Source: an optimization exercise on an open RTL-to-GDS flow (aim: small area). Production flows keep margins and buffers that such runs may drop. The RTL was checked by simulation tests, not by an equivalence proof against the original design.

==> inputs of run A <==
==> flow/design.v (excerpt) <==
module lane_rank_cic (
    input  wire               clk,
    input  wire               rst,
    input  wire [3:0]         cfg_rank_taps,    
    input  wire [2:0]         cfg_cic_order,    
    input  wire               cfg_cic_m,        
    input  wire [16:0]        cfg_cic_ratio,    
    input  wire [17:0]        cfg_cic_gain,     
    input  wire [5:0]         cfg_cic_shift,    
    input  wire               in_valid,
    input  wire signed [15:0] in_data,
    output reg                out_valid,
    output reg  signed [15:0] out_data,
    output reg                out_sat
);
make LEC_CHECK=0 CAP_MARGIN=20 CORE_MARGIN=2 CORE_UTILIZATION=40 SLEW_MARGIN=20 SYNTH_HIERARCHICAL=1 SYNTH_MINIMUM_KEEP_SIZE=0 finish   # period 16.0 ns
run.sh (not shown) runs the stock make flow with config.mk's settings and CLKGATE_MAP_FILE= SYNTH_SCRIPT=/design/flow/synth_recipe.tcl, a recipe that flattens the netlist after the stock synthesis.
==> run Z (differences from run A) <==
--- a/flow/design.v
+++ b/flow/design.v
@@ -29,14 +29,13 @@
     reg         [35:0] pb;               
     wire        [7:0]  le_new;           
     function integer pidx(input integer a, input integer b);
         pidx = b * (b - 1) / 2 + a;
     endfunction
-    wire [15:0] nin = ~in_data;
     generate
         for (gj = 0; gj < 8; gj = gj + 1) begin : g_cmp
-            lane_le u_le (.na(nin), .b(win[gj]), .le(le_new[gj]));
+            assign le_new[gj] = in_data <= win[gj];
         end
     endgenerate
     always @(posedge clk) begin
         if (in_valid) begin
             for (i = 8; i > 0; i = i - 1)
@@ -52,31 +51,24 @@
     reg  [3:1] kr;
     always @(posedge clk)
         kr <= cfg_rank_taps[3:1];
     wire [8:0] inc = {{2{kr[3]}}, {2{kr[3] | kr[2] & kr[1]}}, {2{kr[3] | kr[2]}}, 3'b111};
     wire [2:0] half = kr;
-    reg  [8*9-1:0] abits;
-    wire [4*9-1:0] ahead;
+    reg  [3:0]  ahead;
     reg  [8:0]  sel;
     reg  signed [15:0] median;
     always @(*) begin
-        for (j = 0; j < 9; j = j + 1)
-            for (i = 0; i < 9; i = i + 1)
-                if (i < j)
-                    abits[8*j+i] = inc[i] & pb[pidx(i, j)];
-                else if (i > j)
-                    abits[8*j+i-1] = inc[i] & ~pb[pidx(j, i)];
-    end
-    generate
-        for (gj = 0; gj < 9; gj = gj + 1) begin : g_pc
-            lane_pop8 u_pc (.b(abits[8*gj +: 8]), .n(ahead[4*gj +: 4]));
-        end
-    endgenerate
-    always @(*) begin
         median = 16'sd0;
         for (j = 0; j < 9; j = j + 1) begin
-            sel[j] = inc[j] && ahead[4*j +: 4] == {1'b0, half};
+            ahead = 4'd0;
+            for (i = 0; i < 9; i = i + 1) begin
+                if (i < j)
+                    ahead = ahead + {3'd0, inc[i] & pb[pidx(i, j)]};
+                else if (i > j)
+                    ahead = ahead + {3'd0, inc[i] & ~pb[pidx(j, i)]};
+            end
+            sel[j] = inc[j] && ahead == {1'b0, half};
             median = median | (win[j] & {16{sel[j]}});
         end
     end
     reg  [3:0]  vd;                  
     reg  [3:1]  sd;                  
@@ -203,29 +195,18 @@
         else
             xv <= yv & ylast;
         hi <= an[35:16];
         dr <= {an[15:0], dr[47:16]};
     end
-    wire [65:0] w   = {hi[17:0], dr};
-    wire        neg = hi[17];
-    wire [6:0]  sh  = {1'b0, cfg_cic_shift} + {1'b0, ~l4, 5'd0};
-    reg  [32:0] v;                   
-    always @(*) begin
-        case (sh[6:4])
-            3'd0:    v = w[32:0];
-            3'd1:    v = w[48:16];
-            3'd2:    v = w[64:32];
-            3'd3:    v = {{15{neg}}, w[65:48]};
-            3'd4:    v = {{31{neg}}, w[65:64]};
-            default: v = {33{neg}};
-        endcase
-    end
-    wire [17:0] q   = v >> sh[3:0];
+    wire [65:0] w  = l4 ? {hi[17:0], dr} : {{32{hi[17]}}, hi[17:0], dr[47:32]};
+    wire        neg = w[65];
+    wire [65:0] wc = $signed(w) >>> {cfg_cic_shift[5:4], 4'd0};
+    wire [17:0] q  = wc[32:0] >> cfg_cic_shift[3:0];
     reg  [48:0] msk;
     always @(*)
         for (i = 0; i < 49; i = i + 1)
-            msk[i] = i >= sh;
+            msk[i] = i >= cfg_cic_shift;
     wire        fits = ~|((w[65:17] ^ {49{neg}}) & msk);
     wire [18:0] z  = {q[17], q} + 19'd1;
     wire [17:0] ov = z[18:1];
     wire        over  = fits ? (~ov[17] & (ov[16] | ov[15])) : ~neg;
     wire        under = fits ? (ov[17] & ~(ov[16] & ov[15])) : neg;
@@ -250,50 +231,10 @@
         end
         out_sat  <= over | under;
         out_data <= over ? 16'sh7fff : under ? 16'sh8000 : ov[15:0];
     end
 endmodule
-module lane_le (
-    input  wire [15:0] na,
-    input  wire [15:0] b,
-    output wire        le
-);
-    wire [16:0] c;
-    assign c[0] = 1'b1;
-    genvar k;
-    generate
-        for (k = 0; k < 16; k = k + 1) begin : g_b
-            if (k == 15) begin : s
-                lane_maj m (.a(~b[k]), .b(~na[k]), .c(c[k]), .y(c[k+1]));
-            end else begin : u
-                lane_maj m (.a(b[k]), .b(na[k]), .c(c[k]), .y(c[k+1]));
-            end
-        end
-    endgenerate
-    assign le = c[16];
-endmodule
-module lane_maj (
-    input  wire a,
-    input  wire b,
-    input  wire c,
-    output wire y
-);
-    assign y = (a & b) | (a & c) | (b & c);
-endmodule
-module lane_pop8 (
-    input  wire [7:0] b,
-    output wire [3:0] n
-);
-    wire s1, c1, s2, c2, s3, c3, c4, s5, c5, c6;
-    lane_fa f1 (.a(b[0]), .b(b[1]), .c(b[2]), .s(s1), .co(c1));
-    lane_fa f2 (.a(b[3]), .b(b[4]), .c(b[5]), .s(s2), .co(c2));
-    lane_fa f3 (.a(s1), .b(s2), .c(b[6]), .s(s3), .co(c3));
-    lane_ha h4 (.a(s3), .b(b[7]), .s(n[0]), .co(c4));
-    lane_fa f5 (.a(c1), .b(c2), .c(c3), .s(s5), .co(c5));
-    lane_ha h6 (.a(s5), .b(c4), .s(n[1]), .co(c6));
-    lane_ha h7 (.a(c5), .b(c6), .s(n[2]), .co(n[3]));
-endmodule
 module lane_add16 (
     input  wire [15:0] a,
     input  wire [15:0] b,
     input  wire        ci,
     output wire [15:0] s,
==> run E (differences from run A) <==
--- a/flow/design.v
+++ b/flow/design.v
@@ -29,14 +29,13 @@
     reg         [35:0] pb;               
     wire        [7:0]  le_new;           
     function integer pidx(input integer a, input integer b);
         pidx = b * (b - 1) / 2 + a;
     endfunction
-    wire [15:0] nin = ~in_data;
     generate
         for (gj = 0; gj < 8; gj = gj + 1) begin : g_cmp
-            lane_le u_le (.na(nin), .b(win[gj]), .le(le_new[gj]));
+            assign le_new[gj] = in_data <= win[gj];
         end
     endgenerate
     always @(posedge clk) begin
         if (in_valid) begin
             for (i = 8; i > 0; i = i - 1)
@@ -52,31 +51,24 @@
     reg  [3:1] kr;
     always @(posedge clk)
         kr <= cfg_rank_taps[3:1];
     wire [8:0] inc = {{2{kr[3]}}, {2{kr[3] | kr[2] & kr[1]}}, {2{kr[3] | kr[2]}}, 3'b111};
     wire [2:0] half = kr;
-    reg  [8*9-1:0] abits;
-    wire [4*9-1:0] ahead;
+    reg  [3:0]  ahead;
     reg  [8:0]  sel;
     reg  signed [15:0] median;
     always @(*) begin
-        for (j = 0; j < 9; j = j + 1)
-            for (i = 0; i < 9; i = i + 1)
-                if (i < j)
-                    abits[8*j+i] = inc[i] & pb[pidx(i, j)];
-                else if (i > j)
-                    abits[8*j+i-1] = inc[i] & ~pb[pidx(j, i)];
-    end
-    generate
-        for (gj = 0; gj < 9; gj = gj + 1) begin : g_pc
-            lane_pop8 u_pc (.b(abits[8*gj +: 8]), .n(ahead[4*gj +: 4]));
-        end
-    endgenerate
-    always @(*) begin
         median = 16'sd0;
         for (j = 0; j < 9; j = j + 1) begin
-            sel[j] = inc[j] && ahead[4*j +: 4] == {1'b0, half};
+            ahead = 4'd0;
+            for (i = 0; i < 9; i = i + 1) begin
+                if (i < j)
+                    ahead = ahead + {3'd0, inc[i] & pb[pidx(i, j)]};
+                else if (i > j)
+                    ahead = ahead + {3'd0, inc[i] & ~pb[pidx(j, i)]};
+            end
+            sel[j] = inc[j] && ahead == {1'b0, half};
             median = median | (win[j] & {16{sel[j]}});
         end
     end
     reg  [3:0]  vd;                  
     reg  [3:1]  sd;                  
@@ -203,29 +195,18 @@
         else
             xv <= yv & ylast;
         hi <= an[35:16];
         dr <= {an[15:0], dr[47:16]};
     end
-    wire [65:0] w   = {hi[17:0], dr};
-    wire        neg = hi[17];
-    wire [6:0]  sh  = {1'b0, cfg_cic_shift} + {1'b0, ~l4, 5'd0};
-    reg  [32:0] v;                   
-    always @(*) begin
-        case (sh[6:4])
-            3'd0:    v = w[32:0];
-            3'd1:    v = w[48:16];
-            3'd2:    v = w[64:32];
-            3'd3:    v = {{15{neg}}, w[65:48]};
-            3'd4:    v = {{31{neg}}, w[65:64]};
-            default: v = {33{neg}};
-        endcase
-    end
-    wire [17:0] q   = v >> sh[3:0];
+    wire [65:0] w  = l4 ? {hi[17:0], dr} : {{32{hi[17]}}, hi[17:0], dr[47:32]};
+    wire        neg = w[65];
+    wire [65:0] wc = $signed(w) >>> {cfg_cic_shift[5:4], 4'd0};
+    wire [17:0] q  = wc[32:0] >> cfg_cic_shift[3:0];
     reg  [48:0] msk;
     always @(*)
         for (i = 0; i < 49; i = i + 1)
-            msk[i] = i >= sh;
+            msk[i] = i >= cfg_cic_shift;
     wire        fits = ~|((w[65:17] ^ {49{neg}}) & msk);
     wire [18:0] z  = {q[17], q} + 19'd1;
     wire [17:0] ov = z[18:1];
     wire        over  = fits ? (~ov[17] & (ov[16] | ov[15])) : ~neg;
     wire        under = fits ? (ov[17] & ~(ov[16] & ov[15])) : neg;
@@ -250,50 +231,10 @@
         end
         out_sat  <= over | under;
         out_data <= over ? 16'sh7fff : under ? 16'sh8000 : ov[15:0];
     end
 endmodule
-module lane_le (
-    input  wire [15:0] na,
-    input  wire [15:0] b,
-    output wire        le
-);
-    wire [16:0] c;
-    assign c[0] = 1'b1;
-    genvar k;
-    generate
-        for (k = 0; k < 16; k = k + 1) begin : g_b
-            if (k == 15) begin : s
-                lane_maj m (.a(~b[k]), .b(~na[k]), .c(c[k]), .y(c[k+1]));
-            end else begin : u
-                lane_maj m (.a(b[k]), .b(na[k]), .c(c[k]), .y(c[k+1]));
-            end
-        end
-    endgenerate
-    assign le = c[16];
-endmodule
-module lane_maj (
-    input  wire a,
-    input  wire b,
-    input  wire c,
-    output wire y
-);
-    assign y = (a & b) | (a & c) | (b & c);
-endmodule
-module lane_pop8 (
-    input  wire [7:0] b,
-    output wire [3:0] n
-);
-    wire s1, c1, s2, c2, s3, c3, c4, s5, c5, c6;
-    lane_fa f1 (.a(b[0]), .b(b[1]), .c(b[2]), .s(s1), .co(c1));
-    lane_fa f2 (.a(b[3]), .b(b[4]), .c(b[5]), .s(s2), .co(c2));
-    lane_fa f3 (.a(s1), .b(s2), .c(b[6]), .s(s3), .co(c3));
-    lane_ha h4 (.a(s3), .b(b[7]), .s(n[0]), .co(c4));
-    lane_fa f5 (.a(c1), .b(c2), .c(c3), .s(s5), .co(c5));
-    lane_ha h6 (.a(s5), .b(c4), .s(n[1]), .co(c6));
-    lane_ha h7 (.a(c5), .b(c6), .s(n[2]), .co(n[3]));
-endmodule
 module lane_add16 (
     input  wire [15:0] a,
     input  wire [15:0] b,
     input  wire        ci,
     output wire [15:0] s,
CORE_UTILIZATION = 55   (was 40)
CTS_BUF_LIST = sky130_fd_sc_hd__clkbuf_4 sky130_fd_sc_hd__clkbuf_8   (was not set)
==> summary.txt <==
STA
  • Period utilization: 0.926

Setup path
  • Worst setup startpoint: cfg_cic_gain[13]
  • Largest stage delay, worst path: 0.68 ns

Layout
  • Fraction of area in multi-input gates: 0.423
  • Multi-input logic area: around 0.032 mm2
  • Non-clk buf share: 0.0218

Yosys
  • Synth Area in XOR/XNOR: 0.00633
  • Synth top area cells: edfxtp_1 (36%), fa_1 (23%), dfxtp_1 (14%), and2_1 (2.8%), nand2_1 (2.4%)

Outcome
  • Status: timing/DRC/antenna clean
Source of the figures above: run A

==> summary.txt <==
Setup path
  • Largest stage delay, worst path: ~0.52 ns
  • Worst setup startpoint: kr[3]

Layout
  • Non-clk buf share: 0.0219
  • Fraction of area in multi-input gates: 0.438
  • Most common cell after layout, fill and taps aside: edfxtp_1
  • Multi-input logic area: 0.0346 mm2

Hold path
  • Worst Hold Depth: 0
  • Hold endpoint: dr[0]

STA
  • Period utilization: 0.928

Outcome
  • Status: timing/DRC/antenna clean

Yosys
  • Synth top area cells: edfxtp_1 (35%), fa_1 (22%), dfxtp_1 (14%), ha_1 (3.7%), and2_1 (2.7%)
Source of the figures above: run Z

==> summary.txt <==
Die
  • Die X: 363 um

Yosys
  • Synth top area cells: edfxtp_1 (35%), fa_1 (22%), dfxtp_1 (14%), ha_1 (3.7%), and2_1 (2.7%)
  • Synth Area in XOR/XNOR: 0.00567

Layout
  • Most common cell after layout, fill and taps aside: edfxtp_1
  • Multi-input logic area: 0.0346 mm2
  • Fraction of area in multi-input gates: 0.444

Setup path
  • Largest stage delay, worst path: 0.74 ns
  • Worst setup startpoint: cfg_cic_gain[9]

STA
  • Period utilization: 0.923

Outcome
  • Status: timing/DRC/antenna clean
Source of the figures above: run E



==> run a <==
lane_rank_cic, a different RTL version from the one above (not shown whole).
==> flow/design.v (excerpt) <==
module lane_rank_cic (
    input  wire               clk,
    input  wire               rst,
    input  wire [3:0]         cfg_rank_taps,    
    input  wire [2:0]         cfg_cic_order,    
    input  wire               cfg_cic_m,        
    input  wire [16:0]        cfg_cic_ratio,    
    input  wire [17:0]        cfg_cic_gain,     
    input  wire [5:0]         cfg_cic_shift,    
    input  wire               in_valid,
    input  wire signed [15:0] in_data,
    output reg                out_valid,
    output reg  signed [15:0] out_data,
    output reg                out_sat
);
clock: 16.0 ns
lec_check: 0
cap_margin: 20
core_margin: 2
core_utilization: 40
cts_cluster_diameter: 100
cts_cluster_size: 20
slew_margin: 20
synth_hierarchical: 1
synth_minimum_keep_size: 0
==> run b: changes against run a <==
CTS_CLUSTER_SIZE = 28   (was 20)
==> qor summary <==
Outcome: run a timing/DRC/antenna clean; run b timing/DRC/antenna clean
Share of cell area taken by multi-input logic gates: run a 0.417; run b 0.421
Routed wire length per instance: run a 21.7 µm; run b 21.7 µm
M2 GR Usage: run a 0.284; run b 0.283
CLK BUF: run a 127; run b 91
Clock network contribution to total cell area: run a 0.0342; run b 0.0271
Part of the cycle the worst path needs: run a 0.913; run b 0.911
Clock buffer count from CTS: run a 81; run b 60
Wl on met1: run a 67,200 µm; run b 67,900 µm
Avg Vias per Cell: run a 5.50; run b 5.52
Wire length on met3: run a 10,000 µm; run b 9110 µm
Max_slew headroom: run a 0.149; run b 0.210
Final critical delay including setup and external delays: run a 14.60 ns; run b 14.57 ns


==> job 1963 <==
Another version of the RTL of lane_rank_cic (not shown whole).
Settings: LEC_CHECK=0, CAP_MARGIN=20, CORE_MARGIN=2, CORE_UTILIZATION=40, CTS_CLUSTER_DIAMETER=100, CTS_CLUSTER_SIZE=26, SLEW_MARGIN=20, SYNTH_HIERARCHICAL=1, SYNTH_MINIMUM_KEEP_SIZE=0; clock period 16.0 ns.
==> job 9031 (differences from job 1963) <==
--- a/flow/design.v
+++ b/flow/design.v
@@ -75,14 +75,16 @@
         median = 16'sd0;
         for (j = 0; j < 9; j = j + 1) begin
             sel[j] = inc[j] && ahead[4*j +: 4] == {1'b0, half};
             median = median | (win[j] & {16{sel[j]}});
         end
     end
     reg  [3:0]  vd;                  
+    reg  [3:0]  dd;                  
+    reg         ls;                  
     reg  [3:1]  sd;                  
     reg  [15:0] ig [1:5][0:3];
     reg  [2:0]  cy [1:5];            
     wire [5:2]  inj;                 
     assign inj[2] = cfg_cic_order == 3'd4;
     assign inj[3] = cfg_cic_order == 3'd3;
     assign inj[4] = cfg_cic_order == 3'd2;
@@ -97,30 +99,43 @@
                 wire [15:0] add;             
                 if (gs == 1) begin : b1
                     assign add = med & {16{vd[gj]}};
                 end else begin : bn
                     wire [15:0] prev = isum[16*((gs-2)*4+gj) +: 16] ^ {16{INV[gs-1]}};
                     assign add = (inj[gs] ? med : prev) & {16{vd[gj]}};
                 end
-                lane_add16 u_add (
-                    .a  (ig[gs][gj]),
-                    .b  (add ^ {16{INV[gs]}}),
-                    .ci ((gj == 0) ? INV[gs] : cy[gs][gj-1]),
-                    .s  (isum[16*((gs-1)*4+gj) +: 16]),
-                    .co (ico[(gs-1)*4+gj])
-                );
+                wire [15:0] fb = (gs == 5) ? ig[gs][gj] & ~{16{dd[gj] & vd[gj]}} : ig[gs][gj];
+                if (gj == 0) begin : c0
+                    lane_add16k #(.CI(INV[gs])) u_add (
+                        .a  (fb),
+                        .b  (add ^ {16{INV[gs]}}),
+                        .s  (isum[16*((gs-1)*4+gj) +: 16]),
+                        .co (ico[(gs-1)*4+gj])
+                    );
+                end else begin : cn
+                    lane_add16 u_add (
+                        .a  (fb),
+                        .b  (add ^ {16{INV[gs]}}),
+                        .ci (cy[gs][gj-1]),
+                        .s  (isum[16*((gs-1)*4+gj) +: 16]),
+                        .co (ico[(gs-1)*4+gj])
+                    );
+                end
             end
         end
     endgenerate
     always @(posedge clk) begin
         if (rst)
             vd <= 4'd0;
         else
             vd <= {vd[2:0], take};
         sd <= {sd[2:1], median[15]};
+        dd <= {dd[2:0], ls};
+        if (take)
+            ls <= strobe;
         for (s = 1; s <= 5; s = s + 1) begin
             for (j = 0; j < 4; j = j + 1)
                 ig[s][j] <= isum[16*((s-1)*4+j) +: 16];
             cy[s] <= ico[(s-1)*4 +: 3];
         end
     end
     reg         ev;                  
@@ -134,30 +149,38 @@
             pr <= {pr[2:0], ev};
         end
     end
     wire proc  = pr[0] | pr[1] | (l4 & (pr[2] | pr[3]));
     wire plast = l4 ? pr[3] : pr[1];
     wire [15:0] dig = ({16{pr[0]}} & ig[5][0]) | ({16{pr[1]}} & ig[5][1]) |
                       ({16{l4 & pr[2]}} & ig[5][2]) | ({16{l4 & pr[3]}} & ig[5][3]);
-    reg  [15:0] dl [1:5][0:7];
+    reg  [15:0] dl1 [0:3];
+    reg  [15:0] dl [2:5][0:7];
     reg  [5:1]  cw;                  
     wire [5:1]  cco;
     wire [16*6-1:0] u;               
-    wire [5:1]  cact;                
-    assign cact[1] = 1'b1;
+    wire [5:2]  cact;                
     assign cact[2] = cfg_cic_order >= 3'd2;
     assign cact[3] = cfg_cic_order >= 3'd3;
     assign cact[4] = cfg_cic_order >= 3'd4;
     assign cact[5] = cfg_cic_order >= 3'd5;
     wire t0 = cfg_cic_m & l4;        
     wire t4 = cfg_cic_m ^ l4;        
     wire t6 = ~cfg_cic_m & ~l4;      
     assign u[15:0] = dig;
+    wire [15:0] add1 = ({16{cfg_cic_m & l4}} & dl1[0]) | ({16{cfg_cic_m & ~l4}} & dl1[2]);
+    lane_add16 u_add1 (
+        .a  (dig),
+        .b  (add1),
+        .ci (~pr[0] & cw[1]),
+        .s  (u[31:16]),
+        .co (cco[1])
+    );
     generate
-        for (gs = 1; gs <= 5; gs = gs + 1) begin : g_cs
+        for (gs = 2; gs <= 5; gs = gs + 1) begin : g_cs
             wire [15:0] nsub;            
             genvar gb;
             for (gb = 0; gb < 16; gb = gb + 1) begin : g_t
                 lane_aoi222 u_t (
                     .s1 (t0 & cact[gs]), .a (dl[gs][0][gb]),
                     .s2 (t4 & cact[gs]), .b (dl[gs][4][gb]),
                     .s3 (t6 & cact[gs]), .c (dl[gs][6][gb]),
@@ -172,15 +195,18 @@
                 .co (cco[gs])
             );
         end
     endgenerate
     always @(posedge clk) begin
         cw <= cco;
         if (proc) begin
-            for (s = 1; s <= 5; s = s + 1) begin
+            dl1[3] <= dig;
+            for (i = 0; i < 3; i = i + 1)
+                dl1[i] <= dl1[i+1];
+            for (s = 2; s <= 5; s = s + 1) begin
                 dl[s][7] <= u[16*(s-1) +: 16];
                 for (i = 0; i < 7; i = i + 1)
                     dl[s][i] <= dl[s][i+1];
             end
         end
     end
     reg         yv, yfirst, ylast;
@@ -194,18 +220,25 @@
         ylast  <= plast;
         yd     <= u[16*5 +: 16];
     end
     reg  [19:0] g3;
     wire [19:0] g3n;
     wire [18:0] g3c;
     assign g3c[0] = 1'b0;
+    assign g3n[0] = cfg_cic_gain[0];
+    assign g3c[1] = 1'b0;
     generate
-        for (gj = 0; gj < 18; gj = gj + 1) begin : g_g3
-            lane_fa f (.a(cfg_cic_gain[gj]), .b((gj == 0) ? 1'b0 : cfg_cic_gain[gj-1]),
-                       .c(g3c[gj]), .s(g3n[gj]), .co(g3c[gj+1]));
+        for (gj = 1; gj < 18; gj = gj + 1) begin : g_g3
+            if (gj == 1) begin : h
+                lane_ha f (.a(cfg_cic_gain[1]), .b(cfg_cic_gain[0]),
+                           .s(g3n[1]), .co(g3c[2]));
+            end else begin : f
+                lane_fa f (.a(cfg_cic_gain[gj]), .b(cfg_cic_gain[gj-1]),
+                           .c(g3c[gj]), .s(g3n[gj]), .co(g3c[gj+1]));
+            end
         end
     endgenerate
     lane_ha u_g3h (.a(cfg_cic_gain[17]), .b(g3c[18]), .s(g3n[18]), .co(g3n[19]));
     always @(posedge clk)
         g3 <= g3n;
     reg  [18:0] nhi;                 
     reg  [47:0] ndr;                 
@@ -330,14 +363,33 @@
     genvar k;
     generate
         for (k = 0; k < 16; k = k + 1) begin : g_b
             lane_fa f (.a(a[k]), .b(b[k]), .c(c[k]), .s(s[k]), .co(c[k+1]));
         end
     endgenerate
 endmodule
+module lane_add16k #(
+    parameter CI = 1'b0
+) (
+    input  wire [15:0] a,
+    input  wire [15:0] b,
+    output wire [15:0] s,
+    output wire        co
+);
+    wire [16:0] c;
+    assign co = c[16];
+    assign s[0] = a[0] ^ b[0] ^ CI;
+    assign c[1] = CI ? (a[0] | b[0]) : (a[0] & b[0]);
+    genvar k;
+    generate
+        for (k = 1; k < 16; k = k + 1) begin : g_b
+            lane_fa f (.a(a[k]), .b(b[k]), .c(c[k]), .s(s[k]), .co(c[k+1]));
+        end
+    endgenerate
+endmodule
 module lane_fa (
     input  wire a,
     input  wire b,
     input  wire c,
     output wire s,
     output wire co
 );
@@ -364,82 +416,106 @@
     wire [19:0] g1 = {2'b00, g};
     wire [19:0] g2 = {1'b0, g, 1'b0};
     genvar j;
     wire [19:0] npr0;
     wire s1_0 = ~yd[1] & yd[0];
     wire s2_0 = yd[1] & ~yd[0];
     wire s3_0 = yd[1] & yd[0];
+    lane_aoi22 u_p0_0 (.s1(s1_0), .a(g1[0]), .s2(s3_0), .b(g3[0]), .y(npr0[0]));
     generate
-        for (j = 0; j < 20; j = j + 1) begin : g_p0
+        for (j = 1; j < 18; j = j + 1) begin : g_p0
             lane_aoi222 u (.s1(s1_0), .a(g1[j]), .s2(s2_0), .b(g2[j]), .s3(s3_0), .c(g3[j]), .y(npr0[j]));
         end
     endgenerate
+    lane_aoi22 u_p0_18 (.s1(s2_0), .a(g2[18]), .s2(s3_0), .b(g3[18]), .y(npr0[18]));
+    assign npr0[19] = ~(s3_0 & g3[19]);
     wire [19:0] npr1;
     wire s1_1 = ~yd[3] & yd[2];
     wire s2_1 = yd[3] & ~yd[2];
     wire s3_1 = yd[3] & yd[2];
+    lane_aoi22 u_p1_0 (.s1(s1_1), .a(g1[0]), .s2(s3_1), .b(g3[0]), .y(npr1[0]));
     generate
-        for (j = 0; j < 20; j = j + 1) begin : g_p1
+        for (j = 1; j < 18; j = j + 1) begin : g_p1
             lane_aoi222 u (.s1(s1_1), .a(g1[j]), .s2(s2_1), .b(g2[j]), .s3(s3_1), .c(g3[j]), .y(npr1[j]));
         end
     endgenerate
+    lane_aoi22 u_p1_18 (.s1(s2_1), .a(g2[18]), .s2(s3_1), .b(g3[18]), .y(npr1[18]));
+    assign npr1[19] = ~(s3_1 & g3[19]);
     wire [19:0] npr2;
     wire s1_2 = ~yd[5] & yd[4];
     wire s2_2 = yd[5] & ~yd[4];
     wire s3_2 = yd[5] & yd[4];
+    lane_aoi22 u_p2_0 (.s1(s1_2), .a(g1[0]), .s2(s3_2), .b(g3[0]), .y(npr2[0]));
     generate
-        for (j = 0; j < 20; j = j + 1) begin : g_p2
+        for (j = 1; j < 18; j = j + 1) begin : g_p2
             lane_aoi222 u (.s1(s1_2), .a(g1[j]), .s2(s2_2), .b(g2[j]), .s3(s3_2), .c(g3[j]), .y(npr2[j]));
         end
     endgenerate
+    lane_aoi22 u_p2_18 (.s1(s2_2), .a(g2[18]), .s2(s3_2), .b(g3[18]), .y(npr2[18]));
+    assign npr2[19] = ~(s3_2 & g3[19]);
     wire [19:0] npr3;
     wire s1_3 = ~yd[7] & yd[6];
     wire s2_3 = yd[7] & ~yd[6];
     wire s3_3 = yd[7] & yd[6];
+    lane_aoi22 u_p3_0 (.s1(s1_3), .a(g1[0]), .s2(s3_3), .b(g3[0]), .y(npr3[0]));
     generate
-        for (j = 0; j < 20; j = j + 1) begin : g_p3
+        for (j = 1; j < 18; j = j + 1) begin : g_p3
             lane_aoi222 u (.s1(s1_3), .a(g1[j]), .s2(s2_3), .b(g2[j]), .s3(s3_3), .c(g3[j]), .y(npr3[j]));
         end
     endgenerate
+    lane_aoi22 u_p3_18 (.s1(s2_3), .a(g2[18]), .s2(s3_3), .b(g3[18]), .y(npr3[18]));
+    assign npr3[19] = ~(s3_3 & g3[19]);
     wire [19:0] npr4;
     wire s1_4 = ~yd[9] & yd[8];
     wire s2_4 = yd[9] & ~yd[8];
     wire s3_4 = yd[9] & yd[8];
+    lane_aoi22 u_p4_0 (.s1(s1_4), .a(g1[0]), .s2(s3_4), .b(g3[0]), .y(npr4[0]));
     generate
-        for (j = 0; j < 20; j = j + 1) begin : g_p4
+        for (j = 1; j < 18; j = j + 1) begin : g_p4
             lane_aoi222 u (.s1(s1_4), .a(g1[j]), .s2(s2_4), .b(g2[j]), .s3(s3_4), .c(g3[j]), .y(npr4[j]));
         end
     endgenerate
+    lane_aoi22 u_p4_18 (.s1(s2_4), .a(g2[18]), .s2(s3_4), .b(g3[18]), .y(npr4[18]));
+    assign npr4[19] = ~(s3_4 & g3[19]);
     wire [19:0] npr5;
     wire s1_5 = ~yd[11] & yd[10];
     wire s2_5 = yd[11] & ~yd[10];
     wire s3_5 = yd[11] & yd[10];
+    lane_aoi22 u_p5_0 (.s1(s1_5), .a(g1[0]), .s2(s3_5), .b(g3[0]), .y(npr5[0]));
     generate
-        for (j = 0; j < 20; j = j + 1) begin : g_p5
+        for (j = 1; j < 18; j = j + 1) begin : g_p5
             lane_aoi222 u (.s1(s1_5), .a(g1[j]), .s2(s2_5), .b(g2[j]), .s3(s3_5), .c(g3[j]), .y(npr5[j]));
         end
     endgenerate
+    lane_aoi22 u_p5_18 (.s1(s2_5), .a(g2[18]), .s2(s3_5), .b(g3[18]), .y(npr5[18]));
+    assign npr5[19] = ~(s3_5 & g3[19]);
     wire [19:0] npr6;
     wire s1_6 = ~yd[13] & yd[12];
     wire s2_6 = yd[13] & ~yd[12];
     wire s3_6 = yd[13] & yd[12];
+    lane_aoi22 u_p6_0 (.s1(s1_6), .a(g1[0]), .s2(s3_6), .b(g3[0]), .y(npr6[0]));
     generate
-        for (j = 0; j < 20; j = j + 1) begin : g_p6
+        for (j = 1; j < 18; j = j + 1) begin : g_p6
             lane_aoi222 u (.s1(s1_6), .a(g1[j]), .s2(s2_6), .b(g2[j]), .s3(s3_6), .c(g3[j]), .y(npr6[j]));
         end
     endgenerate
+    lane_aoi22 u_p6_18 (.s1(s2_6), .a(g2[18]), .s2(s3_6), .b(g3[18]), .y(npr6[18]));
+    assign npr6[19] = ~(s3_6 & g3[19]);
     wire [19:0] npr7;
     wire s1_7 = ~yd[15] & yd[14];
     wire s2_7 = yd[15] & ~yd[14];
     wire s3_7 = yd[15] & yd[14];
+    lane_aoi22 u_p7_0 (.s1(s1_7), .a(g1[0]), .s2(s3_7), .b(g3[0]), .y(npr7[0]));
     generate
-        for (j = 0; j < 20; j = j + 1) begin : g_p7
+        for (j = 1; j < 18; j = j + 1) begin : g_p7
             lane_aoi222 u (.s1(s1_7), .a(g1[j]), .s2(s2_7), .b(g2[j]), .s3(s3_7), .c(g3[j]), .y(npr7[j]));
         end
     endgenerate
+    lane_aoi22 u_p7_18 (.s1(s2_7), .a(g2[18]), .s2(s3_7), .b(g3[18]), .y(npr7[18]));
+    assign npr7[19] = ~(s3_7 & g3[19]);
     wire m1, m2;
     lane_fa fm1 (.a(npr0[16]), .b(npr1[14]), .c(npr2[12]), .s(m1), .co(m2));
     wire m3, m4;
     lane_fa fm3 (.a(npr0[17]), .b(npr1[15]), .c(npr2[13]), .s(m3), .co(m4));
     wire m5, m6;
     lane_fa fm5 (.a(npr0[18]), .b(npr1[16]), .c(npr2[14]), .s(m5), .co(m6));
     wire m7, m8;
@@ -749,14 +825,23 @@
     input  wire b,
     output wire s,
     output wire co
 );
     assign s  = ~(a ^ b);
     assign co = a | b;
 endmodule
+module lane_aoi22 (
+    input  wire s1,
+    input  wire a,
+    input  wire s2,
+    input  wire b,
+    output wire y
+);
+    assign y = ~((s1 & a) | (s2 & b));
+endmodule
 module lane_aoi222 (
     input  wire s1,
     input  wire a,
     input  wire s2,
     input  wire b,
     input  wire s3,
     input  wire c,
Settings changed: CORE_UTILIZATION 40 to 60, CTS_CLUSTER_SIZE 26 to 28.
==> notes <==
- Job 1963 completed without violations. Job 9031 passed the timing, design-rule and antenna checks.
- Critical path depth: job 9031 is lower than job 1963 (2).
- Of job 9031 and job 1963, job 9031 has the higher global-route usage (gap 9.2 points).
- Of job 1963 and job 9031, job 9031 has the higher register-to-register slack (gap 0.32 ns).
- Of job 1963 and job 9031, job 1963 has the higher routed wire length (gap 1.3%, measured against job 9031).

re-timing with driven ports:
The results above use ideal ports. As a check the final layouts listed here were re-extracted and re-timed, cells and wires unchanged. Step 1, drivers: a clkbuf_16 drives clk and a buf_2 each remaining input, both assumed. Step 2 also shifts input and output timing later by t, the mid clock arrival at the registers, as if the neighbouring blocks saw the same clock. Slacks: ideal / step 1 / step 2; pairs: ideal / step 1.
run	t (ns)	setup slack, ns	worst setup path after step 2
run A of note 1	0.845	1.179 / 1.212 / 0.368	input to register
run Z of note 1	0.820	1.146 / 1.146 / 0.411	input to register
run E of note 1	0.951	1.231 / 1.247 / 0.320	input to register
run a of note 2	0.769	1.395 / 1.395 / 0.868	input to register
run b of note 2	0.792	1.428 / 1.428 / 0.886	input to register
job 1963	0.793	1.575 / 1.575 / 0.932	input to register
job 9031	0.764	1.895 / 1.895 / 1.277	input to register
After both steps setup and hold are still met in every run listed. For run E of note 1, which loses most, drivers alone change the setup slack by +0.016 ns; drivers and shift together by -0.911 ns.
